From an optimization exercise on the open Yosys and OpenROAD flow, aimed at small area; shortcuts taken in it are not production practice.
Function was checked by simulation only, so behaviour that the tests miss may differ from the original.

**flow/config.mk**
```make
export PLATFORM = sky130hd
export DESIGN_NAME = stitch_decode
export DESIGN_NICKNAME = stitch_decode
export VERILOG_FILES = /design/flow/design.v
export SDC_FILE = /design/flow/constraint.sdc
export NUM_CORES = 4
export LEC_CHECK = 0
export ABC_AREA = 1
export ABC_CLOCK_PERIOD_IN_PS = 25000
export CAP_MARGIN = 20
export CORE_MARGIN = 2
export CORE_UTILIZATION = 40
export SLEW_MARGIN = 20
```
**flow/constraint.sdc**
```tcl
create_clock -name core_clock -period 25.0 [get_ports {clk}]
set_input_delay 5.0000 -clock core_clock [delete_from_list [all_inputs] [get_ports {clk}]]
set_output_delay 5.0000 -clock core_clock [all_outputs]
set_load 0.01 [all_outputs]
```
**flow/design.v**
```verilog
module stitch_decode (
    input  wire        clk,
    input  wire        rst,
    input  wire [63:0] cfg_desc_a,
    input  wire [63:0] cfg_desc_b,
    input  wire [23:0] cfg_tcorr,
    input  wire [11:0] cfg_phase,
    input  wire [8:0]  cfg_port,
    input  wire [55:0] frame_start,
    input  wire [28:0] frame_len,
    input  wire        cast_on,
    input  wire        in_valid,
    input  wire [1:0]  in_sync,
    input  wire [63:0] in_payload,
    input  wire [51:0] in_arrival,
    input  wire        in_skip1,
    output wire        out_hit1_valid,
    output wire [63:0] out_hit1_word,
    output wire        out_hit2_valid,
    output wire [63:0] out_hit2_word,
    output reg  [28:0] out_ptime,
    output wire        out_close,
    output wire        out_close_hit2,
    output wire        out_sync_err,
    output wire        out_crc_err,
    output wire        out_unknown,
    output wire [1:0]  out_order,
    output wire [1:0]  out_gap,
    output wire [1:0]  out_badchan,
    output reg         out_desc_invalid
);
    function [63:0] shr;
        input [63:0] x;
        input [5:0]  s;
        integer k, j;
        reg [63:0] y;
        begin
            y = x;
            for (k = 5; k >= 0; k = k - 1)
                if (s[k])
                    for (j = 0; j + (1 << k) < 64; j = j + 1)
                        y[j] = y[j + (1 << k)];
            shr = y;
        end
    endfunction
    function [63:0] rotr;
        input [63:0] x;
        input [5:0]  s;
        integer k, j;
        reg [63:0] y;
        reg [63:0] t;
        begin
            y = x;
            for (k = 5; k >= 0; k = k - 1) begin
                t = y;
                if (s[k])
                    for (j = 0; j < 64; j = j + 1)
                        y[j] = t[(j + (1 << k)) % 64];
            end
            rotr = y;
        end
    endfunction
    wire [1:0]  d_mode       = cfg_desc_a[63:62];
    wire        d_hpb        = cfg_desc_a[61];
    wire        d_check      = cfg_desc_a[60];
    wire [7:0]  d_chan_count = cfg_desc_a[59:52];
    wire [5:0]  d_chan_pos   = cfg_desc_a[51:46];
    wire [2:0]  d_chan_w     = cfg_desc_a[45:43];
    wire [5:0]  d_val_pos    = cfg_desc_a[42:37];
    wire [3:0]  d_val_w      = cfg_desc_a[36:33];
    wire [2:0]  d_val_rsh    = cfg_desc_a[32:30];
    wire [5:0]  d_time_pos   = cfg_desc_a[29:24];
    wire [4:0]  d_time_w     = cfg_desc_a[23:19];
    wire [3:0]  d_time_unit  = cfg_desc_a[18:15];
    wire [23:0] d_time_ofs   = cfg_desc_b[63:40];
    wire [5:0]  d_stride     = cfg_desc_b[39:34];
    wire [6:0]  d_valid_pos  = cfg_desc_b[33:27];
    wire [53:0] cdiff_s = {1'b0, {47'd0, d_chan_pos}} + {1'b0, {47'h7FFF_FFFF_FFFF, ~d_stride}} + {53'd0, 1'b1};
    wire [53:0] vdiff_s = {1'b0, {47'd0, d_val_pos}} + {1'b0, {47'h7FFF_FFFF_FFFF, ~d_stride}} + {53'd0, 1'b1};
    wire [53:0] tdiff_s = {1'b0, {47'd0, d_time_pos}} + {1'b0, {47'h7FFF_FFFF_FFFF, ~d_stride}} + {53'd0, 1'b1};
    wire [6:0]  cdiff   = cdiff_s[6:0];
    wire [6:0]  vdiff   = vdiff_s[6:0];
    wire [6:0]  tdiff   = tdiff_s[6:0];
    wire [53:0] ctop_s = {1'b0, {47'd0, d_chan_pos}} + {1'b0, {50'd0, d_chan_w}} + {53'd0, 1'b0};
    wire [53:0] vtop_s = {1'b0, {47'd0, d_val_pos}} + {1'b0, {49'd0, d_val_w}} + {53'd0, 1'b0};
    wire [53:0] ttop_s = {1'b0, {47'd0, d_time_pos}} + {1'b0, {48'd0, d_time_w}} + {53'd0, 1'b0};
    function field_bad;
        input [5:0] pos;
        input       nz;
        input [6:0] top;      
        input [6:0] diff;     
        begin
            field_bad = nz && (
                (top[6] && top[5:0] != 6'd0) ||
                (d_check && pos[5:3] == 3'd0) ||
                (d_hpb && diff[6]) ||
                (d_hpb && d_check && diff[6:3] == 4'd0));
        end
    endfunction
    wire [53:0] wu_s = {1'b0, {48'd0, d_time_w}} + {1'b0, {49'd0, d_time_unit}} + {53'd0, 1'b0};
    wire [5:0]  wu   = wu_s[5:0];
    wire desc_invalid =
        field_bad(d_chan_pos, d_chan_w != 3'd0, ctop_s[6:0], cdiff) |
        field_bad(d_val_pos,  d_val_w != 4'd0,  vtop_s[6:0], vdiff) |
        field_bad(d_time_pos, d_time_w != 5'd0, ttop_s[6:0], tdiff) |
        (d_valid_pos[6] && d_valid_pos[5:0] != 6'd63) |
        (wu > 6'd28) |
        (d_time_w[4:3] == 2'd0) |
        (d_chan_count == 8'd0) | (d_chan_count[7] && d_chan_count[6:0] != 7'd0) |
        (d_mode == 2'd3);
    wire [53:0] v1_s = {1'b0, {47'd0, d_val_pos}} + {1'b0, {50'd0, d_val_rsh}} + {53'd0, 1'b0};
    wire [53:0] v2_s = {1'b0, {47'd0, vdiff}} + {1'b0, {50'd0, d_val_rsh}} + {53'd0, 1'b0};
    wire [53:0] t1_s = {1'b0, {47'd0, d_time_pos}} + {1'b0, {49'h1_FFFF_FFFF_FFFF, ~d_time_unit}} + {53'd0, 1'b1};
    wire [53:0] t2_s = {1'b0, {46'd0, tdiff}} + {1'b0, {49'h1_FFFF_FFFF_FFFF, ~d_time_unit}} + {53'd0, 1'b1};
    wire [5:0] sh_c1 = d_chan_pos;
    wire [5:0] sh_c2 = cdiff[5:0];
    wire [5:0] sh_v1 = v1_s[5:0];
    wire [5:0] sh_v2 = v2_s[5:0];
    wire [5:0] sh_t  = t1_s[5:0];
    wire [5:0] sh_t2 = t2_s[5:0];
    wire [6:0] cmask;
    genvar gi;
    generate
        for (gi = 0; gi < 7; gi = gi + 1) begin : g_cm
            assign cmask[gi] = (gi < d_chan_w);
        end
    endgenerate
    wire signed [5:0] vlen = $signed({2'b00, d_val_w}) - $signed({3'b000, d_val_rsh});
    wire [11:0] vmask;
    generate
        for (gi = 0; gi < 12; gi = gi + 1) begin : g_vm
            assign vmask[gi] = ($signed(gi) < vlen);
        end
    endgenerate
    wire [27:0] tmask;
    wire [27:0] twin;
    generate
        for (gi = 0; gi < 28; gi = gi + 1) begin : g_tm
            assign tmask[gi] = (gi < wu);
            assign twin[gi]  = (gi < wu) && (gi >= d_time_unit);
        end
    endgenerate
    wire        ph_neg = cfg_phase[11];
    wire [10:0] ph_x   = cfg_phase[10:0] ^ {11{ph_neg}};
    wire [53:0] ph_3x = {1'b0, {42'd0, ph_x}} + {1'b0, {41'd0, ph_x, 1'b0}} + {53'd0, 1'b0};
    wire [53:0] ph_t = {1'b0, ph_3x[52:0]} + {1'b0, {48'd0, ph_neg ? 5'd18 : 5'd15}} + {53'd0, 1'b0};  
    wire [7:0]  ph_h   = ph_t[12:5];
    wire [6:0]  ph_l   = {ph_t[4:0], 2'b10};
    wire [53:0] ph_3h = {1'b0, {45'd0, ph_h}} + {1'b0, {44'd0, ph_h, 1'b0}} + {53'd0, 1'b0};
    wire [53:0] ph_z_s = {1'b0, ph_3h[52:0]} + {1'b0, {46'd0, ph_l}} + {53'd0, 1'b0};
    wire [9:0]  ph_z   = ph_z_s[9:0];
    wire [2:0]  ph_k   = (ph_z >= 10'd500) ? 3'd4 : (ph_z >= 10'd375) ? 3'd3 :
                         (ph_z >= 10'd250) ? 3'd2 : (ph_z >= 10'd125) ? 3'd1 : 3'd0;
    wire [53:0] ph_q_s = {1'b0, {45'd0, ph_h}} + {1'b0, {50'd0, ph_k}} + {53'd0, 1'b0};
    wire [7:0]  ph_q   = ph_q_s[7:0];
    wire [53:0] corr_a;
    rc_add u_corr_a (.a({{29{cfg_tcorr[23]}}, cfg_tcorr}), .b({{29{d_time_ofs[23]}}, d_time_ofs}), .ci(1'b0), .s(corr_a));
    wire [53:0] corr_s;
    rc_add u_corr_s (.a(corr_a[52:0]), .b({{45{ph_neg}}, ph_q ^ {8{ph_neg}}}), .ci(ph_neg), .s(corr_s));
    reg  [25:0] corr;
    always @(posedge clk)
        corr <= corr_s[25:0];
    wire [51:0] s16 = frame_start[55:4];
    localparam [7:0] T_IDLE    = 8'h0F;
    localparam [7:0] T_TRAIN   = 8'h1B;
    localparam [7:0] T_TICK    = 8'h2D;
    localparam [7:0] T_ECHO    = 8'h4E;
    localparam [7:0] T_STATUS  = 8'h55;
    localparam [7:0] T_SCREPLY = 8'h63;
    wire        is_data = (in_sync == 2'b01);
    wire        is_ctl  = (in_sync == 2'b10);
    wire cx64 = in_payload[14] ^ in_payload[56];
    wire cx65 = in_payload[20] ^ in_payload[22];
    wire cx66 = in_payload[24] ^ in_payload[26];
    wire cx67 = in_payload[36] ^ in_payload[51];
    wire cx68 = in_payload[38] ^ in_payload[42];
    wire cx69 = in_payload[47] ^ in_payload[60];
    wire cx70 = in_payload[53] ^ in_payload[57];
    wire cx71 = cx64 ^ cx67;
    wire cx72 = in_payload[21] ^ in_payload[23];
    wire cx73 = in_payload[25] ^ in_payload[37];
    wire cx74 = in_payload[54] ^ in_payload[58];
    wire cx75 = in_payload[55] ^ in_payload[59];
    wire cx76 = in_payload[8] ^ cx71;
    wire cx77 = in_payload[15] ^ cx68;
    wire cx78 = in_payload[27] ^ cx65;
    wire cx79 = in_payload[31] ^ cx66;
    wire cx80 = in_payload[39] ^ cx70;
    wire cx81 = in_payload[9] ^ in_payload[52];
    wire cx82 = in_payload[28] ^ cx72;
    wire cx83 = in_payload[30] ^ cx73;
    wire cx84 = in_payload[18] ^ cx74;
    wire cx85 = in_payload[19] ^ cx75;
    wire cx86 = in_payload[16] ^ in_payload[43];
    wire cx87 = in_payload[29] ^ in_payload[62];
    wire cx88 = in_payload[48] ^ in_payload[61];
    wire cx89 = cx69 ^ cx76;
    wire cx90 = cx77 ^ cx79;
    wire cx91 = cx78 ^ cx80;
    wire cx92 = cx86 ^ cx91;
    wire cx93 = in_payload[17] ^ in_payload[40];
    wire cx94 = in_payload[32] ^ in_payload[44];
    wire cx95 = in_payload[49] ^ cx94;
    wire cx96 = in_payload[63] ^ cx81;
    wire cx97 = cx82 ^ cx83;
    wire cx98 = in_payload[10] ^ in_payload[33];
    wire cx99 = in_payload[41] ^ in_payload[45];
    wire cx100 = cx84 ^ cx99;
    wire cx101 = in_payload[11] ^ in_payload[34];
    wire cx102 = in_payload[46] ^ cx85;
    wire cx103 = in_payload[56] ^ cx101;
    wire cx104 = in_payload[12] ^ in_payload[35];
    wire cx105 = in_payload[52] ^ cx69;
    wire cx106 = in_payload[13] ^ in_payload[50];
    wire syn0 = in_payload[0] ^ in_payload[58] ^ cx87 ^ cx88 ^ cx89 ^ cx90 ^ cx92;
    wire syn1 = in_payload[1] ^ in_payload[29] ^ in_payload[53] ^ in_payload[54] ^ in_payload[59] ^ cx65 ^ cx68 ^ cx79 ^ cx89 ^ cx93 ^ cx95 ^ cx96 ^ cx97;
    wire syn2 = in_payload[2] ^ in_payload[16] ^ in_payload[20] ^ in_payload[32] ^ in_payload[42] ^ in_payload[47] ^ in_payload[50] ^ in_payload[55] ^ in_payload[62] ^ cx72 ^ cx76 ^ cx81 ^ cx83 ^ cx98 ^ cx100;
    wire syn3 = in_payload[3] ^ in_payload[17] ^ in_payload[21] ^ in_payload[22] ^ in_payload[37] ^ in_payload[43] ^ in_payload[48] ^ in_payload[51] ^ cx70 ^ cx90 ^ cx96 ^ cx98 ^ cx102 ^ cx103;
    wire syn4 = in_payload[4] ^ in_payload[10] ^ in_payload[23] ^ in_payload[25] ^ in_payload[38] ^ cx84 ^ cx92 ^ cx95 ^ cx103 ^ cx104 ^ cx105;
    wire syn5 = in_payload[5] ^ in_payload[11] ^ in_payload[33] ^ in_payload[36] ^ in_payload[44] ^ in_payload[45] ^ cx66 ^ cx74 ^ cx80 ^ cx82 ^ cx85 ^ cx88 ^ cx93 ^ cx104 ^ cx106;
    wire syn6 = in_payload[6] ^ in_payload[12] ^ in_payload[13] ^ in_payload[24] ^ in_payload[34] ^ in_payload[40] ^ in_payload[46] ^ in_payload[49] ^ in_payload[60] ^ cx71 ^ cx73 ^ cx75 ^ cx78 ^ cx87 ^ cx100;
    wire syn7 = in_payload[7] ^ in_payload[26] ^ in_payload[35] ^ in_payload[41] ^ in_payload[57] ^ in_payload[61] ^ in_payload[63] ^ cx64 ^ cx77 ^ cx97 ^ cx102 ^ cx105 ^ cx106;
    wire        crc_ok  = !(syn0 | syn1 | syn2 | syn3 | syn4 | syn5 | syn6 | syn7);
    wire [7:0]  c_type  = in_payload[63:56];
    reg         ctl_known;
    always @(*) begin
        case (c_type)
            T_IDLE:    ctl_known = (in_payload[55:8] == 48'd0);
            T_TRAIN:   ctl_known = (in_payload[15:9] == 7'd0);
            T_TICK:    ctl_known = (in_payload[27:8] == 20'd0);
            T_ECHO:    ctl_known = (in_payload[23:8] == 16'd0);
            T_STATUS:  ctl_known = (in_payload[52:40] == 13'd0);
            T_SCREPLY: ctl_known = 1'b1;
            default:   ctl_known = 1'b0;
        endcase
    end
    wire ev_sync = !is_data && !is_ctl;
    wire ev_crc  = (is_data && d_check && !crc_ok) || (is_ctl && !crc_ok);
    wire ev_unk  = is_ctl && crc_ok && !ctl_known;
    wire is_tick = is_ctl && crc_ok && (c_type == T_TICK) && (in_payload[27:8] == 20'd0);
    wire is_hits = is_data && (crc_ok || !d_check);
    wire h2_marked = (d_valid_pos == 7'd127) || in_payload[d_valid_pos[5:0]];
    reg         b_valid, b_cast;
    reg         b_v1, b_v2, b_tick;
    reg  [1:0]  b_ev;         
    reg  [63:0] b_p;
    reg  [51:0] b_a;
    always @(posedge clk) begin
        b_valid <= in_valid;
        b_cast  <= cast_on;
        b_v1    <= (is_tick || is_hits) && !in_skip1;
        b_v2    <= is_hits && d_hpb && h2_marked;
        b_tick  <= is_tick;
        b_ev    <= ev_sync ? 2'd1 : ev_crc ? 2'd2 : ev_unk ? 2'd3 : 2'd0;
        b_p     <= in_payload;
        b_a     <= in_arrival;
    end
    wire [63:0] x_c1 = shr(b_p, sh_c1);
    wire [63:0] x_c2 = shr(b_p, sh_c2);
    wire [63:0] x_v1 = shr(b_p, sh_v1);
    wire [63:0] x_v2 = shr(b_p, sh_v2);
    wire [63:0] x_t1 = rotr(b_p, b_tick ? 6'd28 : sh_t);
    wire [63:0] x_t2 = rotr(b_p, sh_t2);
    wire [6:0]  ch1  = x_c1[6:0] & cmask;
    wire [6:0]  ch2  = x_c2[6:0] & cmask;
    wire [11:0] val1 = x_v1[11:0] & vmask;
    wire [11:0] val2 = x_v2[11:0] & vmask;
    wire [27:0] m1   = b_tick ? 28'hFFF_FFFF : tmask;
    wire [27:0] r1   = x_t1[27:0] & (b_tick ? 28'hFFF_FFFF : twin);
    wire [27:0] r2   = x_t2[27:0] & twin;
    wire [53:0] d1_s;
    rc_add u_d1_s (.a({25'd0, b_a[27:0]}), .b({25'd0, ~r1}), .ci(1'b1), .s(d1_s));
    wire [53:0] d2_s;
    rc_add u_d2_s (.a({25'd0, b_a[27:0]}), .b({25'd0, ~r2}), .ci(1'b1), .s(d2_s));
    wire [27:0] d1   = d1_s[27:0] & m1;
    wire [27:0] d2   = d2_s[27:0] & tmask;
    wire [53:0] a1l_s;
    rc_add u_a1l_s (.a({25'd0, b_a[27:0]}), .b({25'd0, {2{corr[25]}}, corr}), .ci(1'b0), .s(a1l_s));
    wire        a1_c  = a1l_s[28];
    wire [23:0] ah    = b_a[51:28];
    wire [23:0] ah_step, A1h_dec;
    rc_step u_ahs (.x(ah), .up(a1_c), .y(ah_step));
    wire [23:0] A1h     = (corr[25] == a1_c) ? ah : ah_step;
    rc_step u_a1d (.x(A1h), .up(1'b0), .y(A1h_dec));
    wire [53:0] td1_s;
    rc_add u_td1_s (.a({25'd0, a1l_s[27:0]}), .b({25'h1FF_FFFF, ~d1}), .ci(1'b1), .s(td1_s));
    wire [53:0] td2_s;
    rc_add u_td2_s (.a({25'd0, a1l_s[27:0]}), .b({25'h1FF_FFFF, ~d2}), .ci(1'b1), .s(td2_s));
    wire [51:0] tdev1 = {td1_s[28] ? A1h_dec : A1h, td1_s[27:0]};
    wire [51:0] tdev2 = {td2_s[28] ? A1h_dec : A1h, td2_s[27:0]};
    wire [23:0] s16h_inc;
    rc_step u_s16i (.x({1'b0, s16[51:29]}), .up(1'b1), .y(s16h_inc));
    wire [51:0] s16p = {s16h_inc[22:0], s16[28:0]};    
    wire [53:0] tf1_s;
    rc_add u_tf1_s (.a({24'd0, tdev1[28:0]}), .b({24'd0, ~s16[28:0]}), .ci(1'b1), .s(tf1_s));
    wire [53:0] tf2_s;
    rc_add u_tf2_s (.a({24'd0, tdev2[28:0]}), .b({24'd0, ~s16[28:0]}), .ci(1'b1), .s(tf2_s));
    wire [28:0] tf1   = tf1_s[28:0];
    wire [28:0] tf2   = tf2_s[28:0];
    wire        gap1, gap2, big1n, big2n, lt1L, lt2L;
    rc_lt u_gap1  (.a({1'b0, tdev1}), .b({1'b0, s16}),  .lt(gap1));
    rc_lt u_gap2  (.a({1'b0, tdev2}), .b({1'b0, s16}),  .lt(gap2));
    rc_lt u_big1  (.a({1'b0, tdev1}), .b({1'b0, s16p}), .lt(big1n));
    rc_lt u_big2  (.a({1'b0, tdev2}), .b({1'b0, s16p}), .lt(big2n));
    rc_lt u_lt1L  (.a({24'd0, tf1}), .b({24'd0, frame_len}), .lt(lt1L));
    rc_lt u_lt2L  (.a({24'd0, tf2}), .b({24'd0, frame_len}), .lt(lt2L));
    wire        cl1   = !big1n || !lt1L;
    wire        cl2   = !big2n || !lt2L;
    reg         open;      
    reg         pt_any;    
    reg  [51:0] pt_dev;    
    wire        ord1_pt, ord2_pt, d1_lt_d2;
    rc_lt u_ord1 (.a({1'b0, tdev1}), .b({1'b0, pt_dev}), .lt(ord1_pt));
    rc_lt u_ord2 (.a({1'b0, tdev2}), .b({1'b0, pt_dev}), .lt(ord2_pt));
    rc_lt u_d12  (.a({25'd0, d1}), .b({25'd0, d2}), .lt(d1_lt_d2));
    wire v1 = b_v1;
    wire v2 = b_v2;
    wire is_tick_b = b_tick;
    wire open_in = b_cast ? 1'b1 : open;
    wire act     = b_valid && open_in;
    wire do1  = act && v1;
    wire i1_o = pt_any && ord1_pt;
    wire i1_g = !i1_o && gap1;
    wire i1_c = !i1_o && !gap1 && cl1;
    wire i1_p = !i1_o && !gap1 && !cl1;
    wire pass1 = do1 && i1_p;
    wire do2  = act && v2 && !(do1 && i1_c);
    wire i2_o = pass1 ? d1_lt_d2 : (pt_any && ord2_pt);
    wire i2_g = !i2_o && gap2;
    wire i2_c = !i2_o && !gap2 && cl2;
    wire i2_p = !i2_o && !gap2 && !cl2;
    wire pass2 = do2 && i2_p;
    wire closing = (do1 && i1_c) || (do2 && i2_c);
    always @(posedge clk) begin
        if (rst) begin
            open   <= 1'b0;
            pt_any <= 1'b0;
        end else begin
            open   <= open_in && !closing;
            if (pass1 || pass2)
                pt_any <= 1'b1;
        end
        if (pass1 || pass2)
            pt_dev <= pass2 ? tdev2 : tdev1;
    end
    wire ok1 = ({1'b0, ch1} < d_chan_count);
    wire ok2 = ({1'b0, ch2} < d_chan_count);
    reg [2:0] e1, e2;
    always @(*) begin
        e1 = 3'd0;
        e2 = 3'd0;
        if (act && b_ev != 2'd0) begin
            e1 = 3'd7; e2 = {1'b0, b_ev};
        end else begin
            if (do1) begin
                if (i1_o)      e1 = 3'd1;
                else if (gap1) e1 = 3'd2;
                else if (cl1)  e1 = 3'd3;
                else if (is_tick_b) e1 = 3'd6;
                else if (ok1)  e1 = 3'd4;
                else           e1 = 3'd5;
            end
            if (do2) begin
                if (i2_o)      e2 = 3'd1;
                else if (gap2) e2 = 3'd2;
                else if (cl2)  e2 = 3'd3;
                else           e2 = {1'b1, pass1 && !d1_lt_d2, !ok2};
            end
        end
    end
    localparam W = 1 + 3 + 3 + 28 + 28 + 12 + 12 + 7 + 7;
    wire [W-1:0] st1 = {b_cast, e1, e2, tf1[27:0], tf2[27:0], val1, val2, ch1, ch2};
    reg  [W-1:0] st2, st3, st4, st5;
    always @(posedge clk) begin
        st2 <= st1;
        st3 <= st2;
        st4 <= st3;
    end
    always @(posedge clk) begin
        if (rst)
            st5[W-1:W-7] <= 7'd0;
        else
            st5[W-1:W-7] <= st4[W-1:W-7];
        st5[W-8:0] <= st4[W-8:0];
    end
    wire        q_cast = st4[W-1];
    wire [2:0]  q_e1   = st4[W-2:W-4];
    wire [2:0]  q_e2   = st4[W-5:W-7];
    wire [27:0] q_tf1  = st4[W-8:W-35];
    wire [27:0] q_tf2  = st4[W-36:W-63];
    wire        q_blk  = (q_e1 == 3'd7);
    wire        q_p1   = (q_e1 == 3'd4) || (q_e1 == 3'd5) || (q_e1 == 3'd6);
    wire        q_p2   = !q_blk && q_e2[2];
    wire        q_cl   = (q_e1 == 3'd3) || (!q_blk && q_e2 == 3'd3);
    wire        q_sel2 = q_p2 && (!q_p1 || q_e2[1]);
    wire [27:0] q_cand = q_sel2 ? q_tf2 : q_tf1;
    wire [28:0] pin = q_cast ? 29'd0 : out_ptime;
    wire        q_up;
    rc_lt u_qup (.a({24'd0, pin}), .b({25'd0, q_cand}), .lt(q_up));
    wire [28:0] pm  = ((q_p1 || q_p2) && q_up) ? {1'b0, q_cand} : pin;
    always @(posedge clk) begin
        if (rst) begin
            out_ptime        <= 29'd0;
            out_desc_invalid <= 1'b0;
        end else begin
            out_ptime        <= q_cl ? frame_len : pm;
            out_desc_invalid <= desc_invalid;
        end
    end
    wire [2:0]  o_e1  = st5[W-2:W-4];
    wire [2:0]  o_e2  = st5[W-5:W-7];
    wire [27:0] o_tf1 = st5[W-8:W-35];
    wire [27:0] o_tf2 = st5[W-36:W-63];
    wire [11:0] o_v1  = st5[37:26];
    wire [11:0] o_v2  = st5[25:14];
    wire [6:0]  o_c1  = st5[13:7];
    wire [6:0]  o_c2  = st5[6:0];
    wire        o_blk = (o_e1 == 3'd7);
    assign out_hit1_valid = (o_e1 == 3'd4);
    assign out_hit2_valid = !o_blk && o_e2[2] && !o_e2[0];
    assign out_close      = (o_e1 == 3'd3) || (!o_blk && o_e2 == 3'd3);
    assign out_close_hit2 = !o_blk && (o_e2 == 3'd3);
    assign out_sync_err   = o_blk && (o_e2 == 3'd1);
    assign out_crc_err    = o_blk && (o_e2 == 3'd2);
    assign out_unknown    = o_blk && (o_e2 == 3'd3);
    assign out_order      = {1'b0, o_e1 == 3'd1} + {1'b0, !o_blk && o_e2 == 3'd1};
    assign out_gap        = {1'b0, o_e1 == 3'd2} + {1'b0, !o_blk && o_e2 == 3'd2};
    assign out_badchan    = {1'b0, o_e1 == 3'd5} + {1'b0, !o_blk && o_e2[2] && o_e2[0]};
    assign out_hit1_word  = {8'h10, o_v1, cfg_port, o_c1, o_tf1};
    assign out_hit2_word  = {8'h10, o_v2, cfg_port, o_c2, o_tf2};
endmodule
module rc_add (
    input  wire [52:0] a,
    input  wire [52:0] b,
    input  wire        ci,
    output wire [53:0] s
);
    wire [53:0] c;
    assign c[0] = ci;
    genvar i;
    generate
        for (i = 0; i < 53; i = i + 1) begin : g_bit
            assign s[i]     = a[i] ^ b[i] ^ c[i];
            assign c[i + 1] = (a[i] & b[i]) | (a[i] & c[i]) | (b[i] & c[i]);
        end
    endgenerate
    assign s[53] = c[53];
endmodule
module rc_lt (
    input  wire [52:0] a,
    input  wire [52:0] b,
    output wire        lt
);
    wire [53:0] c;
    assign c[0] = 1'b0;
    genvar i;
    generate
        for (i = 0; i < 53; i = i + 1) begin : g_bit
            assign c[i + 1] = (~a[i] & b[i]) | (~a[i] & c[i]) | (b[i] & c[i]);
        end
    endgenerate
    assign lt = c[53];
endmodule
module rc_step (
    input  wire [23:0] x,
    input  wire        up,
    output wire [23:0] y
);
    wire [24:0] t;
    assign t[0] = 1'b1;
    genvar i;
    generate
        for (i = 0; i < 24; i = i + 1) begin : g_bit
            assign y[i]     = x[i] ^ t[i];
            assign t[i + 1] = t[i] & (x[i] ~^ up);
        end
    endgenerate
endmodule
```
**flow/run.sh**
```bash
#!/bin/bash
# synth_recipe.tcl (not shown) runs the flow's synth.tcl, then flattens the netlist and writes it again
# the make line also repeats each setting of config.mk as NAME=value (left out here)
make -C /OpenROAD-flow-scripts/flow DESIGN_CONFIG=/design/flow/config.mk WORK_HOME=/design/flow/orfs CLKGATE_MAP_FILE= SYNTH_SCRIPT=/design/flow/synth_recipe.tcl finish
```
==> summary.md, run 1 <==
| Metric | Value |
|---|---|
| Total number of vias | `42130` |
| Number of global-route vias before repair | `40580` |
| CP max FO | `30` |
| Netlist cell types | `66` |
| Gpl congestion | `roughly 1.0` |
| Clock buffer depth | `3` |
| CTS root buf | `clkbuf_16` |
| Initial antenna violation count | `9` |
| Fin area | `54120 um2` |
| Worst Path Class, Setup | `primary input to register` |
| Residual DRC | `0` |
| Starting density of the core | `0.4020` |
| Final Cycle Share | `0.9543` |
| Post-layout util | `0.4830` |
| Vias per inst | `approximately 5.2` |
| Mapped Area | `about 45000 um2` |
| Largest net degree at the start of global routing | `71` |
| Max Slew Vio Count | `0` |
| CTS tree | `done` |
| 1st-pass router iterations | `6` |
| Final setup TNS | `0 ns` |
| Setup violators final | `0` |
| HPWL Detailed | `around 130 mm` |
| Flops & latches, synth | `636` |
| Clock sink count | `636` |
| Clock latency on the worst-skew pair | `0.66 ns` |
| Post-synthesis sequential area ratio | `0.2943` |
| Port buffer count | `roughly 460` |
| WL/cell | `19.74 um` |
| Global-route wire length before repair | `241.8 mm` |
| Final min period | `around 24 ns` |
| Status | `finished clean` |
| TritonCTS Buffers | `71` |
| DP Area | `roughly 52000 um2` |
| Worst EP arrival | `about 24 ns` |
| Post-placement cell count | `7994` |
| Synth Warn # | `1` |
| Die area | `about 120000 um2` |
| Post-synth EDFFs | `52` |
| Hold crit path type | `register to register` |
| Core Area | `112000 um2` |
| CP startpoint kind | `primary input` |
| Total Nets Final | `between 7000 and 8000` |
| Reg-to-Reg Start | `b_a[0]$_DFF_P_` |
| Cells after Synth | `about 6100` |
| Max-cap violations | `0` |
| Worst Tran Pin Value | `approximately 1.1 ns` |
| Area delta synth->final | `20.16%` |
| Clock skew | `roughly 0.027 ns` |
| Worst stage delay on the critical path | `between 0.6 and 0.7 ns` |
| DIE HEIGHT | `339.5 um` |
| Layout Cells excl Fill | `8131` |
| FP Rows | `123` |
| Total grt overflow | `0` |
| Hold Slack | `0.3142 ns` |
| Die Wd | `between 300 and 400 um` |
| Routed WL | `about 160 mm` |
| Synth Flop Type | `dfxtp_1` |
| CP Data Required Time | `25.34 ns` |
| Final hold violation count | `0` |
| Top cell by count, worst path | `fa_1` |
| Crit end category | `register` |
| Worst Setup SP | `cfg_desc_a[24]` |
| CTS Hold Bufs | `0` |
| CP max-delay cell | `clkdlybuf4s50_1` |
| RSZ-0062 raised after global routing | `false` |
| Max transition margin | `0.2680` |
| FILL cells | `~11000` |
| Starting DRT DRC Count | `roughly 3500` |
| Number of H-tree levels | `3` |
| Syn Area/Cell | `7.338 um2` |
| Share of post-route cells with drive strength above 1 | `0.04635` |
| Antenna viol nets, final | `0` |
| Worst-path clk slew | `0.06 ns` |
| Fmax | `about 0.042 GHz` |
| I/O pin count | `about 550` |
| Hold Crit Start | `st3[91]$_DFF_P_` |
| All-Layer GR Usage | `0.2721` |
| Async SR Flop Fraction | `0` |
## repair_timing
action	4_1_cts	5_1_grt
setup endpoints to repair	0	93
resized for setup	0	3
buffers inserted	0	1
## worst max-delay path: cells and delay by family
family	cells	cell delay (ns)
buffers and inverters	9	1.91
AO/OA/AOI/OAI	12	2.28
XOR/XNOR	1	0.41
adder cells (fa/ha/maj)	31	11.93
AND/OR/NAND/NOR	34	2.65
## final cells by class
cell class	count	area, um2	share of cell area
antenna	7	17.52	0.0003237
clock buffer	94	2039	0.03769
clock inverter	34	395.4	0.007306
inverter	1087	4084	0.07547
multi-input combinational	4178	26720	0.4937
sequential	636	13250	0.2449
tap	1500	1877	0.03468
timing repair buffer	595	5734	0.1060
## per-layer routing
metal	vias up	track usage	wire [um]
li1	20740	-	-
met1	19720	0.3615	70060
met2	1368	0.4463	73330
met3	300	0.03237	9727
met4	4	0.1174	7353
met5	-	0	33
## synth_stat cells, drive strengths merged, types with 5 or more instances
master | n | area share
o21bai | 14 | 0.0023
dfxtp | 584 | 0.26
nand3 | 191 | 0.021
mux2 | 9 | 0.0023
o22ai | 235 | 0.033
and2 | 5 | 0.00069
xor2 | 133 | 0.026
xnor2 | 106 | 0.021
o21a | 6 | 0.0010
a211oi | 16 | 0.0027
o21ai | 715 | 0.080
nor2 | 359 | 0.030
edfxtp | 52 | 0.035
nand4 | 11 | 0.0015
nand2 | 1301 | 0.11
ha | 194 | 0.054
nor4 | 16 | 0.0022
mux2i | 81 | 0.018
fa | 249 | 0.11
or2 | 19 | 0.0026
a22oi | 29 | 0.0048
inv | 1078 | 0.090
o211ai | 90 | 0.015
a21oi | 196 | 0.022
nor3 | 29 | 0.0032
clkbuf | 180 | 0.015
a221oi | 9 | 0.0018
buf | 70 | 0.0095
clkinv | 9 | 0.00075
o221ai | 69 | 0.013
nand3b | 15 | 0.0025
a31oi | 20 | 0.0028
## per-stage QoR
step	setup slack (ns)
CTS	1.240
finish	1.142
detailed placement	0.5884
global route	0.1015
global placement	0.6793
floorplan	1.561
## state kept, by name (all words and copies together), names as in the netlist, 2 cells and up
signal         count
o_e1               3
st4              101
st3              101
out_hit1_word     47
b_a               52
out_hit2_word     47
pt_dev            52
b_ev               2
b_p               64
st2              101
corr              26
o_e2               3
out_ptime         29
## worst paths after layout
| check | cells past startpoint | to | slack [ns] |
|---|---|---|---|
| max reg2reg | 72 | pt_dev[51]$_DFFE_PP_ | 5.15 |
| min | 0 | st4[91]$_DFF_P_ | 0.31 |
| min reg2reg | 0 | st4[91]$_DFF_P_ | 0.31 |
| max | 87 | pt_dev[51]$_DFFE_PP_ | 1.14 |
## cell usage in the layout (no fill, tap or decap), types with 104 or more instances in the layout
| cell | netlist | routed |
|---|---|---|
| buf_4 | 34 | 123 |
| inv_1 | 1070 | 1068 |
| xnor2_1 | 106 | 104 |
| a21oi_1 | 195 | 195 |
| ha_1 | 194 | 194 |
| nand2_1 | 1300 | 1296 |
| nor2_1 | 357 | 356 |
| nand3_1 | 190 | 188 |
| o21ai_0 | 667 | 666 |
| o22ai_1 | 235 | 235 |
| clkdlybuf4s50_1 | 0 | 462 |
| fa_1 | 249 | 248 |
| xor2_1 | 133 | 133 |
| dfxtp_1 | 584 | 584 |
## kinds of logic (layout without fill, tap and decap cells)
kind of cell | after synthesis | after routing | synth area share
XOR/XNOR | 239 | 239 | 0.04648
AO/OA/AOI/OAI | 1436 | 1436 | 0.1850
flip-flops | 636 | 636 | 0.2943
other | 2 | 23 | 0.0001668
multiplexers | 90 | 90 | 0.02025
buffers and inverters | 1337 | 1810 | 0.1151
adder cells (fa/ha/maj) | 443 | 443 | 0.1646
AND/OR/NAND/NOR | 1954 | 1954 | 0.1741
==> inputs of run 2 (changes only) <==
--- a/flow/design.v
+++ b/flow/design.v
@@ -116,8 +116,11 @@
     wire [5:0] sh_c2 = cdiff[5:0];
     wire [5:0] sh_v1 = v1_s[5:0];
     wire [5:0] sh_v2 = v2_s[5:0];
-    wire [5:0] sh_t  = t1_s[5:0];
-    wire [5:0] sh_t2 = t2_s[5:0];
+    reg  [5:0] sh_t, sh_t2;
+    always @(posedge clk) begin
+        sh_t  <= t1_s[5:0];
+        sh_t2 <= t2_s[5:0];
+    end
     wire [6:0] cmask;
     genvar gi;
     generate
@@ -132,12 +135,18 @@
             assign vmask[gi] = ($signed(gi) < vlen);
         end
     endgenerate
+    reg  [5:0]  wu_r;
+    reg  [3:0]  tu_r;
+    always @(posedge clk) begin
+        wu_r <= wu;
+        tu_r <= d_time_unit;
+    end
     wire [27:0] tmask;
     wire [27:0] twin;
     generate
         for (gi = 0; gi < 28; gi = gi + 1) begin : g_tm
-            assign tmask[gi] = (gi < wu);
-            assign twin[gi]  = (gi < wu) && (gi >= d_time_unit);
+            assign tmask[gi] = (gi < wu_r);
+            assign twin[gi]  = (gi < wu_r) && (gi >= tu_r);
         end
     endgenerate
     wire        ph_neg = cfg_phase[11];
==> flow/flow/run.sh (new file) <==
#!/bin/bash
# The standard layout (standard.sh) with two changes:
#  - synthesis maps the logic with an area-oriented ABC script
#    (flow/abc_synth.tcl wraps synth_recipe.tcl; registers are untouched)
#  - ports are buffered by sky130_fd_sc_hd__buf_1
set -euo pipefail
here=$(pwd)
sed "s#SYNTH_SCRIPT=[^ ]*synth_recipe.tcl#SYNTH_SCRIPT=$here/flow/abc_synth.tcl#" standard.sh > my_standard.sh
grep -q "SYNTH_SCRIPT=$here/flow/abc_synth.tcl" my_standard.sh
export BUFFER_PORTS_ARGS="-buffer_cell sky130_fd_sc_hd__buf_1"
bash my_standard.sh > standard.log 2>&1
==> flow/flow/abc_area_min.script (new file) <==
strash; &get -n; &st; &dch; &nf -a; &put; topo; stime -c; dnsize -c
==> flow/flow/abc_synth.tcl (new file) <==
# The standard flow's synthesis (synth_recipe.tcl, beside this flow's folder), with ABC
# mapping the logic by the area-oriented script abc_area_min.script
set flow_dir [file dirname [file normalize [info script]]]
proc abc {args} {
  global flow_dir
  set i [lsearch -exact $args -script]
  if { $i >= 0 } { lset args [expr {$i + 1}] $flow_dir/abc_area_min.script }
  yosys abc {*}$args
}
source [file dirname $flow_dir]/synth_recipe.tcl
==> flow/standard.sh (new file) <==
#!/bin/bash
# synth_recipe.tcl (not shown) runs the flow's synth.tcl, then flattens the netlist and writes it again
# the make line also repeats each setting of config.mk as NAME=value (left out here)
make -C /OpenROAD-flow-scripts/flow DESIGN_CONFIG=/design/flow/config.mk WORK_HOME=/design/flow/orfs CLKGATE_MAP_FILE= SYNTH_SCRIPT=/design/flow/synth_recipe.tcl "${@:-finish}"
--- a/flow/config.mk
+++ b/flow/config.mk
@@ -6,8 +6,8 @@
 export NUM_CORES = 4
 export LEC_CHECK = 0
 export ABC_AREA = 1
-export ABC_CLOCK_PERIOD_IN_PS = 25000
 export CAP_MARGIN = 20
 export CORE_MARGIN = 2
-export CORE_UTILIZATION = 40
+export CORE_UTILIZATION = 50
+export CTS_BUF_LIST = sky130_fd_sc_hd__clkbuf_4 sky130_fd_sc_hd__clkbuf_8
 export SLEW_MARGIN = 20
removed: flow/run.sh
==> summary.md, run 2 <==
| Metric | Value |
|---|---|
| Status | `finished clean` |
| Post-CTS setup buffers | `0 (unchanged)` |
| Synth Flop Type | `dfxtp_1` |
| Worst Tran Pin Value | `1.057 ns (-0.03880 ns)` |
| Crit path max-delay family | `adder cells` |
| Post-synth EDFFs | `52 (unchanged)` |
| Final min period | `21.88 ns (-1.974 ns)` |
| Netlist cell types | `68 (+3.0%)` |
| DP Worst Slack | `3.270 ns (+2.682 ns)` |
| Post-synthesis sequential area ratio | `0.3247 (+0.03038)` |
| Cell taking the most area after synthesis | `dfxtp_1` |
| CTS root buf | `clkbuf_8` |
| Clock sink count | `658 (+3.5%)` |
| Commonest non-fill, non-tap cell in the layout | `dfxtp_1` |
| Post-CTS resize count | `0 (unchanged)` |
| CTS Hold Bufs | `0 (unchanged)` |
| Post-synth top cells | `dfxtp_1, clkinv_1, nand2_1, a21oi_1, nor2_1` |
| Starting density of the core | `0.5048 (+0.1028)` |
| Die area | `86690 um2 (-25%)` |
| Initial antenna violation count | `13 (+4)` |
| Fmax | `0.04570 GHz (+9.0%)` |
| 1st-pass router iterations | `7 (+1)` |
| Core Area | `83560 um2 (-25%)` |
| Share of post-route cells with drive strength above 1 | `0.06116 (+0.01481)` |
| Final setup TNS | `0 ns (unchanged)` |
| Hold Slack | `0.3012 ns (-0.01298 ns)` |
| Top-area cell type share of the netlist area | `0.2876 (+0.02803)` |
| Top flop regs | `st2 x101, st3 x101, st4 x101` |
| Hold Crit Start | `st4[32]$_DFF_P_` |
| Total grt overflow | `0 (unchanged)` |
| Hold Path Sink | `out_hit1_word[50]$_DFF_P_` |
| Mapped Area | `42180 um2 (-6.3%)` |
| Cells after Synth | `4440 (-28%)` |
| CP max FO | `54 (+80%)` |
| Die Wd | `294.4 um (-13%)` |
| CP max-delay cell | `clkinv_1` |
| Final setup margin | `3.116 ns (+1.974 ns)` |
| FP Rows | `106 (-14%)` |
| Worst-path clk slew | `0.06 ns (about the same)` |
| Antenna viol nets, final | `0 (unchanged)` |
| Worst EP arrival | `22.25 ns (-1.95 ns)` |
| TritonCTS Buffers | `104 (+46%)` |
| RR Endpoint | `pt_dev[0]$_DFFE_PP_` |
| Synth area leaders | `dfxtp_1, fa_1, mux2i_1` |
| CP Data Required Time | `25.36 ns (+0.02 ns)` |
| Area delta synth->final | `13.64%` |
| Post-placement cell count | `6013 (-25%)` |
| Starting DRT DRC Count | `2627 (-25%)` |
| Syn Area/Cell | `9.500 um2 (+29%)` |
| Total number of vias | `35490 (-16%)` |
| Vias per inst | `5.713 (+10%)` |
| HPWL Detailed | `98.16 mm (-24%)` |
| DP Area | `45530 um2 (-12%)` |
| Crit end category | `register` |
| Clock buffer depth | `3 (unchanged)` |
| Async SR Flop Fraction | `0 (unchanged)` |
| Most frequent cells in the layout | `dfxtp_1, buf_1, clkinv_1` |
| Hold path depth | `0 (unchanged)` |
| CTS tree | `done` |
| Clock latency on the worst-skew pair | `0.75 ns (+0.09 ns)` |
| Residual DRC | `0 (unchanged)` |
| I/O pin count | `552 (unchanged)` |
| Synth Warn # | `1 (unchanged)` |
| Port buffer count | `462 (unchanged)` |
| R2r setup slk | `3.12 ns (-2.03 ns)` |
| Routed WL | `125.9 mm (-22%)` |
| RSZ-0062 raised after global routing | `false` |
| Flops & latches, synth | `658 (+3.5%)` |
| Reg2Reg Depth | `71 (-1.4%)` |
| Hold crit path type | `register to register` |
| Max-cap violations | `0 (unchanged)` |
| Top cell by count, worst path | `fa_1` |
| Worst Path Class, Setup | `register to register` |
| Worst path bufs/invs | `7 (-2)` |
| Reg-to-Reg Start | `b_tick$_DFF_P_` |
| CP startpoint kind | `register` |
| Worst stage delay on the critical path | `0.68 ns (+0.05 ns)` |
| Largest net degree at the start of global routing | `78 (+9.9%)` |
| Clock skew | `0.04553 ns (+0.01889 ns)` |
| Max transition margin | `0.2956 (+0.02763)` |
| Max Slew Vio Count | `0 (unchanged)` |
| Layout Cells excl Fill | `6212 (-24%)` |
| DIE HEIGHT | `294.4 um (-13%)` |
| Final hold violation count | `0 (unchanged)` |
| Setup violators final | `0 (unchanged)` |
| Gpl congestion | `0.9489 (-9.4%)` |
| Global-route wire length before repair | `191.8 mm (-21%)` |
| Final Cycle Share | `0.8754 (-0.07897)` |
| All-Layer GR Usage | `0.2852 (+0.01301)` |
| Fin area | `47930 um2 (-11%)` |
| Top-count cell post-synth | `dfxtp_1` |
| Total Nets Final | `5871 (-21%)` |
| Number of H-tree levels | `3 (unchanged)` |
| WL/cell | `20.26 um (+2.6%)` |
| Number of global-route vias before repair | `33890 (-16%)` |
## run 2: worst max-delay path by stage
| stage | start | to | slack [ns] | cells after the start |
|---|---|---|---|---|
| finish | b_tick$_DFF_P_ | pt_dev[0]$_DFFE_PP_ | 3.12 | 71 |
| global route | b_tick$_DFF_P_ | pt_dev[0]$_DFFE_PP_ | 1.99 | 74 |
| CTS | b_tick$_DFF_P_ | pt_dev[43]$_DFFE_PP_ | 3.22 | 71 |
| detailed placement | b_tick$_DFF_P_ | pt_dev[0]$_DFFE_PP_ | 3.27 | 71 |
| global placement | b_tick$_DFF_P_ | pt_dev[0]$_DFFE_PP_ | 3.33 | 71 |
| floorplan | b_tick$_DFF_P_ | pt_dev[0]$_DFFE_PP_ | 1.86 | 65 |
## run 2: cells by family after synthesis
family / Yosys count / synth area share
flops: 658 / 0.3247
other cells: 2 / 0.0001781
buf+inv: 419 / 0.04031
compound gates: 1244 / 0.1806
xor+xnor: 282 / 0.05856
mux: 352 / 0.1017
fa+ha+maj: 527 / 0.1965
simple gates: 956 / 0.09751
## run 2: area by class of cell
type                       instances  area, um2
timing repair buffer             513       2121
antenna                           14      35.03
fill                            7638      35620
clock buffer                     154       1944
multi-input combinational       3377      26920
sequential                       658      13700
tap                             1080       1351
inverter                         385       1445
clock inverter                    31      419.2
## run 2: through the flow
stage / utilization
after floorplan: -
after global placement: 0.5449
after detailed placement: 0.5449
after CTS: 0.5732
after global routing: 0.5736
final: 0.5736
## run 2: worst reg2reg max path, delay by kind of cell, from the launching register on
family | cells | cell delay (ns)
compound gates | 23 | 4.15
fa+ha+maj | 30 | 11.49
simple gates | 8 | 2.16
buf+inv | 7 | 2.67
mux | 2 | 0.37
xor+xnor | 1 | 0.29
flops | 1 | 0.31
## run 2: per-layer routing
metal	track usage	vias up	wire (um)
met5	0	-	24
met4	0.1168	4	4833
met3	0.04404	227	8304
met2	0.4541	1235	56930
met1	0.3876	16900	55770
li1	-	17120	-
==> inputs of run 3 (changes only) <==
==> flow/flow/abc_area_min.script (replaced) <==
strash; &get -n; &st; &dch; &nf -a; &put; topo; stime -c; buffer -c; upsize -c; dnsize -c
==> summary.md, run 3 <==
| Metric | Value |
|---|---|
| Post-synth EDFFs | `52 (unchanged)` |
| Post-CTS resize count | `0 (unchanged)` |
| CTS tree | `done` |
| Flops & latches, synth | `658 (unchanged)` |
| CP max-delay cell | `nor2_4` |
| All-Layer GR Usage | `0.2759 (-0.009261)` |
| Routed WL | `124.7 mm (-0.89%)` |
| TritonCTS Buffers | `103 (-0.96%)` |
| Total grt overflow | `0 (unchanged)` |
| Status | `finished clean` |
| Cells after Synth | `4650 (+4.7%)` |
| Syn Area/Cell | `9.268 um2 (-2.4%)` |
| Worst Tran Pin Value | `1.011 ns (-0.04552 ns)` |
| Clock buffer depth | `3 (unchanged)` |
| Final setup TNS | `0 ns (unchanged)` |
| HPWL Detailed | `98.12 mm (about the same)` |
| Worst stage delay on the critical path | `0.62 ns (-0.06 ns)` |
| Cell taking the most area after synthesis | `dfxtp_1` |
| Clock latency on the worst-skew pair | `0.75 ns (about the same)` |
| Max-cap violations | `0 (unchanged)` |
| Starting DRT DRC Count | `2820 (+7.3%)` |
| CTS Hold Bufs | `0 (unchanged)` |
| Global-route wire length before repair | `192.3 mm (+0.26%)` |
| Final hold violation count | `0 (unchanged)` |
| Hold crit path type | `register to register` |
| CTS root buf | `clkbuf_8` |
| Post-CTS setup buffers | `0 (unchanged)` |
| Synth Flop Type | `dfxtp_1` |
| Reg2Reg Depth | `69 (-2.8%)` |
| I/O pin count | `552 (unchanged)` |
| Synth Warn # | `1 (unchanged)` |
| WL/cell | `19.89 um (-1.8%)` |
| Residual DRC | `0 (unchanged)` |
| Core Area | `85280 um2 (+2.1%)` |
| Commonest non-fill, non-tap cell in the layout | `dfxtp_1` |
| Initial antenna violation count | `11 (-2)` |
| Crit end category | `register` |
| CP startpoint kind | `register` |
| CP Data Required Time | `25.35 ns (about the same)` |
| RR Endpoint | `pt_dev[24]$_DFFE_PP_` |
| Largest net degree at the start of global routing | `78 (unchanged)` |
| Setup violators final | `0 (unchanged)` |
| Clock skew | `0.04966 ns (+0.004130 ns)` |
| DIE HEIGHT | `297.6 um (+1.1%)` |
| Number of H-tree levels | `3 (unchanged)` |
| Fmax | `0.04607 GHz (+0.82%)` |
| RSZ-0062 raised after global routing | `false` |
| Top cell by count, worst path | `fa_1` |
| Top-count cell post-synth | `dfxtp_1` |
| Top-area cell type share of the netlist area | `0.2815 (-0.006121)` |
| Area delta synth->final | `11.29%` |
| Netlist cell types | `80 (+18%)` |
| Final min period | `21.71 ns (-0.1773 ns)` |
| Hold path depth | `0 (unchanged)` |
| Starting density of the core | `0.5053 (+0.0005413)` |
| Die Wd | `297.6 um (+1.1%)` |
| Share of post-route cells with drive strength above 1 | `0.08110 (+0.01995)` |
| Antenna viol nets, final | `0 (unchanged)` |
| Total number of vias | `35320 (-0.46%)` |
| Total Nets Final | `5865 (-0.10%)` |
| Max Slew Vio Count | `0 (unchanged)` |
| Worst-path clk slew | `0.07 ns (about the same)` |
| Clock sink count | `658 (unchanged)` |
| Number of global-route vias before repair | `33940 (+0.15%)` |
| Worst EP arrival | `22.05 ns (-0.20 ns)` |
| R2r setup slk | `3.29 ns (+0.18 ns)` |
| FP Rows | `107 (+0.94%)` |
| Reg-to-Reg Start | `b_tick$_DFF_P_` |
| Synth area leaders | `dfxtp_1, fa_1, mux2i_1` |
| Gpl congestion | `0.9800 (+3.3%)` |
| Die area | `88550 um2 (+2.1%)` |
| Async SR Flop Fraction | `0 (unchanged)` |
| 1st-pass router iterations | `6 (-1)` |
| Post-synthesis sequential area ratio | `0.3177 (-0.006909)` |
| Vias per inst | `5.631 (-1.4%)` |
| Most frequent cells in the layout | `dfxtp_1, buf_1, inv_1` |
| Mapped Area | `43100 um2 (+2.2%)` |
| Hold Path Sink | `st3[6]$_DFF_P_` |
| Top flop regs | `st2 x101, st3 x101, st4 x101` |
| Hold Crit Start | `st2[6]$_DFF_P_` |
| CP max FO | `54 (unchanged)` |
| Post-synth top cells | `dfxtp_1, inv_1, nand2_1, a21oi_1, nor2_1` |
| Worst Path Class, Setup | `register to register` |
| Final Cycle Share | `0.8683 (-0.007090)` |
| Max transition margin | `0.3211 (+0.02550)` |
| Port buffer count | `462 (unchanged)` |
## run 3: worst max path at each step
stage	start	endpoint	slack, ns	cells past startpoint
global placement	b_tick$_DFF_P_	pt_dev[0]$_DFFE_PP_	3.61	69
CTS	b_tick$_DFF_P_	pt_dev[23]$_DFFE_PP_	3.41	69
finish	b_tick$_DFF_P_	pt_dev[24]$_DFFE_PP_	3.29	69
floorplan	cfg_phase[11]	corr[25]$_DFF_P_	5.66	58
global route	b_tick$_DFF_P_	pt_dev[25]$_DFFE_PP_	1.95	69
detailed placement	b_tick$_DFF_P_	pt_dev[1]$_DFFE_PP_	3.45	69
## run 3: metal layers
layer,vias to the layer above,routed length [um],global-route usage,part of all wire
met5,-,23,0,0.00018
met4,4,4981,0.1147,0.040
met3,263,9581,0.05412,0.077
met2,1341,55490,0.4310,0.44
met1,16630,54680,0.3741,0.44
li1,17080,-,-,-
## run 3: kinds of logic after synthesis
kind of cell / Yosys count / share of synthesized area
mux: 352 / 0.09953
buf+inv: 629 / 0.05862
simple gates: 956 / 0.09596
fa+ha+maj: 527 / 0.1937
other cells: 2 / 0.0001743
compound gates: 1244 / 0.1769
flops: 658 / 0.3177
xor+xnor: 282 / 0.05731
## run 3: critical path: cells and delay by family, from the launching register on
family | cells | cell delay, ns
adders and majority gates | 30 | 11.43
xor gates and xnor gates | 1 | 0.28
AOI/OAI and AO/OA | 21 | 3.99
muxes | 3 | 1.01
buffers and inverters | 6 | 1.69
DFF | 1 | 0.30
and+or+nand+nor | 8 | 2.53
## run 3: per-stage QoR
step / instance area (um2) / cells / util / worst slack, ns / hold WS (ns)
floorplan: 43150 / 4664 / - / 5.658 / 0.3096
global placement: 45660 / 6072 / 0.5354 / 3.612 / 0.3104
detailed placement: 45660 / 6072 / 0.5354 / 3.450 / 0.3121
CTS: 47920 / 6261 / 0.5619 / 3.411 / 0.3120
global route: 47940 / 6267 / 0.5622 / 1.951 / 0.3220
finish: 47960 / 6273 / 0.5624 / 3.293 / 0.2998
## run 3: layout make-up
class | instances | area (um2)
diodes | 12 | 30.03
clock buffers | 149 | 1851
clock inverters | 40 | 410.4
fillers | 7932 | 37320
inverters | 385 | 1445
multi-input cells | 3377 | 27010
flip-flops and latches | 658 | 13700
well taps | 1144 | 1431
repair buffers | 508 | 2082
==> inputs of run 4 (changes only) <==
--- a/flow/config.mk
+++ b/flow/config.mk
@@ -9,5 +9,7 @@
 export CAP_MARGIN = 20
 export CORE_MARGIN = 2
 export CORE_UTILIZATION = 50
-export CTS_BUF_LIST = sky130_fd_sc_hd__clkbuf_4 sky130_fd_sc_hd__clkbuf_8
+export CTS_BUF_LIST = sky130_fd_sc_hd__clkbuf_8 sky130_fd_sc_hd__clkbuf_16
+export CTS_CLUSTER_DIAMETER = 100
+export CTS_CLUSTER_SIZE = 24
 export SLEW_MARGIN = 20
==> summary.md, run 4 <==
| Metric | Value |
|---|---|
| Clock buffer depth | `3 (unchanged)` |
| Met1 Wirelength | `54.10 mm (-1.1%)` |
| Worst-path clk slew | `0.10 ns (+0.03 ns)` |
| Hold Path Sink | `st3[88]$_DFF_P_` |
| Port buffer count | `462 (unchanged)` |
| Most frequent cells in the layout | `dfxtp_1, buf_1, inv_1` |
| Share of post-route cells with drive strength above 1 | `0.05504 (-0.02606)` |
| Synth Area in Simple Gates | `0.09596 (unchanged)` |
| WL met2 | `54.79 mm (-1.3%)` |
| Setup violators final | `0 (unchanged)` |
| DIE HEIGHT | `297.6 um (unchanged)` |
| Clock skew | `0.02976 ns (-0.01989 ns)` |
| Top Metal Used | `met5` |
| Main combinational cell family by area after synthesis | `adder cells` |
| FP Rows | `107 (unchanged)` |
| Worst EP arrival | `21.94 ns (-0.11 ns)` |
| Crit end category | `register` |
| Commonest non-fill, non-tap cell in the layout | `dfxtp_1` |
| XOR/XNOR share of the synthesized area | `0.05731 (unchanged)` |
| Antenna viol nets, final | `0 (unchanged)` |
| Routed WL | `123.4 mm (-1.1%)` |
| TritonCTS Buffers | `35 (-66%)` |
| Final hold violation count | `0 (unchanged)` |
| Hold Crit Start | `st2[88]$_DFF_P_` |
| Post-CTS resize count | `0 (unchanged)` |
| CP startpoint kind | `register` |
| Cell taking the most area after synthesis | `dfxtp_1` |
| Flops & latches, synth | `658 (unchanged)` |
| Vias per inst | `5.676 (+0.79%)` |
| Clock latency on the worst-skew pair | `0.60 ns (-0.15 ns)` |
| Reg-to-Reg Start | `b_tick$_DFF_P_` |
| Number of global-route vias before repair | `33300 (-1.9%)` |
| All-Layer GR Usage | `0.2713 (-0.004589)` |
| Starting density of the core | `0.5053 (unchanged)` |
| Hold crit path type | `register to register` |
| Mapped Area | `43100 um2 (unchanged)` |
| Final min period | `21.71 ns (+0.002300 ns)` |
| Status | `finished clean` |
| Syn Area/Cell | `9.268 um2 (unchanged)` |
| RR Endpoint | `pt_dev[6]$_DFFE_PP_` |
| Number of H-tree levels | `2 (-1)` |
| Post-synthesis mux area share | `0.09953 (unchanged)` |
| CP Data Required Time | `25.23 ns (-0.12 ns)` |
| Final setup TNS | `0 ns (unchanged)` |
| CP max FO | `54 (unchanged)` |
| Post-synthesis compound-gate area fraction | `0.1769 (unchanged)` |
| CP max-delay cell | `nor2_4` |
| CTS root buf | `clkbuf_16` |
| Starting DRT DRC Count | `2773 (-1.7%)` |
| Hold path depth | `0 (unchanged)` |
| HPWL Detailed | `98.12 mm (unchanged)` |
| Final setup margin | `3.291 ns (-0.002300 ns)` |
| Global-route wire length before repair | `189.6 mm (-1.4%)` |
| Top-area cell type share of the netlist area | `0.2815 (unchanged)` |
| Worst Path Class, Setup | `register to register` |
| Die Wd | `297.6 um (unchanged)` |
| Synth Flop Type | `dfxtp_1` |
| RSZ-0062 raised after global routing | `false` |
| Top-count cell post-synth | `dfxtp_1` |
| Top flop regs | `st2 x101, st3 x101, st4 x101` |
| Netlist cell types | `80 (unchanged)` |
| Area delta synth->final | `8.408%` |
| Async SR Flop Fraction | `0 (unchanged)` |
| Gpl congestion | `0.9800 (unchanged)` |
| Total Nets Final | `5797 (-1.2%)` |
| Max Slew Vio Count | `0 (unchanged)` |
| 1st-pass router iterations | `6 (unchanged)` |
| Initial antenna violation count | `12 (+1)` |
| Largest net degree at the start of global routing | `78 (unchanged)` |
| Total number of vias | `34790 (-1.5%)` |
| Post-CTS setup buffers | `0 (unchanged)` |
| Post-synthesis sequential area ratio | `0.3177 (unchanged)` |
| Core Area | `85280 um2 (unchanged)` |
| Residual DRC | `0 (unchanged)` |
| Clock sink count | `658 (unchanged)` |
| R2r setup slk | `3.29 ns (about the same)` |
| Reg2Reg Depth | `69 (unchanged)` |
| Worst Tran Pin Value | `1.015 ns (+0.003511 ns)` |
| Top cell by count, worst path | `fa_1` |
| Post-synth EDFFs | `52 (unchanged)` |
| Synth Warn # | `1 (unchanged)` |
| I/O pin count | `552 (unchanged)` |
| Post-synth top cells | `dfxtp_1, inv_1, nand2_1, a21oi_1, nor2_1` |
| CTS tree | `done` |
| Worst stage delay on the critical path | `0.63 ns (about the same)` |
| Fmax | `0.04606 GHz (about the same)` |
| Synth Area in Adders | `0.1937 (unchanged)` |
| CTS Hold Bufs | `0 (unchanged)` |
| Synth area leaders | `dfxtp_1, fa_1, mux2i_1` |
| Max transition margin | `0.3236 (+0.002503)` |
| Max-cap violations | `0 (unchanged)` |
| Post-placement cell count | `6072 (unchanged)` |
| Total grt overflow | `0 (unchanged)` |
| WL/cell | `20.14 um (+1.3%)` |
| Cells after Synth | `4650 (unchanged)` |
| Layout Cells excl Fill | `6130 (-2.3%)` |
| Routed met3 length | `8.985 mm (-6.2%)` |
| Die area | `88550 um2 (unchanged)` |
| DP Worst Slack | `3.450 ns (unchanged)` |
| Final Cycle Share | `0.8684 (about the same)` |
## run 4: cell counts after synthesis
No cell type changed its count.
## run 4: worst max path at each step
stage | from | to | slack, ns | cells past startpoint
after detailed placement | b_tick$_DFF_P_ | pt_dev[1]$_DFFE_PP_ | 3.45 | 69
after global routing | b_tick$_DFF_P_ | pt_dev[6]$_DFFE_PP_ | 1.92 | 69
after global placement | b_tick$_DFF_P_ | pt_dev[0]$_DFFE_PP_ | 3.61 | 69
final | b_tick$_DFF_P_ | pt_dev[6]$_DFFE_PP_ | 3.29 | 69
after floorplan | cfg_phase[11] | corr[25]$_DFF_P_ | 5.66 | 58
after CTS | b_tick$_DFF_P_ | pt_dev[6]$_DFFE_PP_ | 3.39 | 69
## run 4: area by class of cell
type                    count  area, um2
fillers                  7997      38560
inverters                 385       1445
multi-input cells        3377      27010
clock inverters            15      153.9
clock buffers              35      875.8
flip-flops and latches    658      13700
diodes                      8      20.02
repair buffers            508       2082
well taps                1144       1431
## run 4: cells by family (layout without fill, tap and decap cells)
group           count (synthesis)  after routing
simple gates                  956            956
mux                           352            352
buf+inv                       629            943
xor+xnor                      282            282
compound gates               1244           1244
fa+ha+maj                     527            527
other cells                     2             24
flops                         658            658
## run 4: critical path, delay by kind of cell (launching register included)
family	cells	cell delay [ns]
xor gates and xnor gates	1	0.28
AOI/OAI and AO/OA	21	3.98
adders and majority gates	30	11.43
muxes	3	1.01
buffers and inverters	6	1.69
and+or+nand+nor	8	2.55
DFF	1	0.32
## run 4: stage by stage
stage,instance area (um2),hold slack (ns),utilization
after floorplan,43150,0.3096,-
after global placement,45660,0.3104,0.5354
after detailed placement,45660,0.3121,0.5354
after CTS,46690,0.3108,0.5475
after global routing,46710,0.3265,0.5477
final,46720,0.3169,0.5478
## run 4: per-layer routing
metal,track usage,vias up
met2,0.4259,1268
met1,0.3696,16420
met4,0.1153,8
met3,0.04638,236
li1,-,16860
met5,0,-

==> port drivers added, routing unchanged <==
In the flow no input, the clock included, has a driving cell. The finished layouts below were timed again as built, in two steps.
Step 1 assumes that a clkbuf_16 drives the clock port and a buf_2 every other input.
Step 2 moves the port delays by t, midway between the first and last clock arrival at a register: inputs arrive t later, outputs are due t later. That takes back most of the time a late clock gives input paths.
a / b / c = ideal ports / drivers / drivers and shift; a / b = the first two.
run | t, ns | slack for setup (ns) | hold WS [ns]
run 1 | 0.722 | 1.142 / 1.193 / 0.472 | 0.314 / 0.314 / 0.314
run 2 | 0.794 | 3.116 / 3.116 / 3.116 | 0.301 / 0.301 / 0.301
run 3 | 0.788 | 3.293 / 3.293 / 3.293 | 0.300 / 0.300 / 0.300
run 4 | 0.645 | 3.291 / 3.291 / 3.291 | 0.317 / 0.317 / 0.317
After both steps setup and hold are still met in every run listed. The setup slack of run 1, which loses most, moves by +0.051 ns with the drivers and by -0.670 ns with both steps.
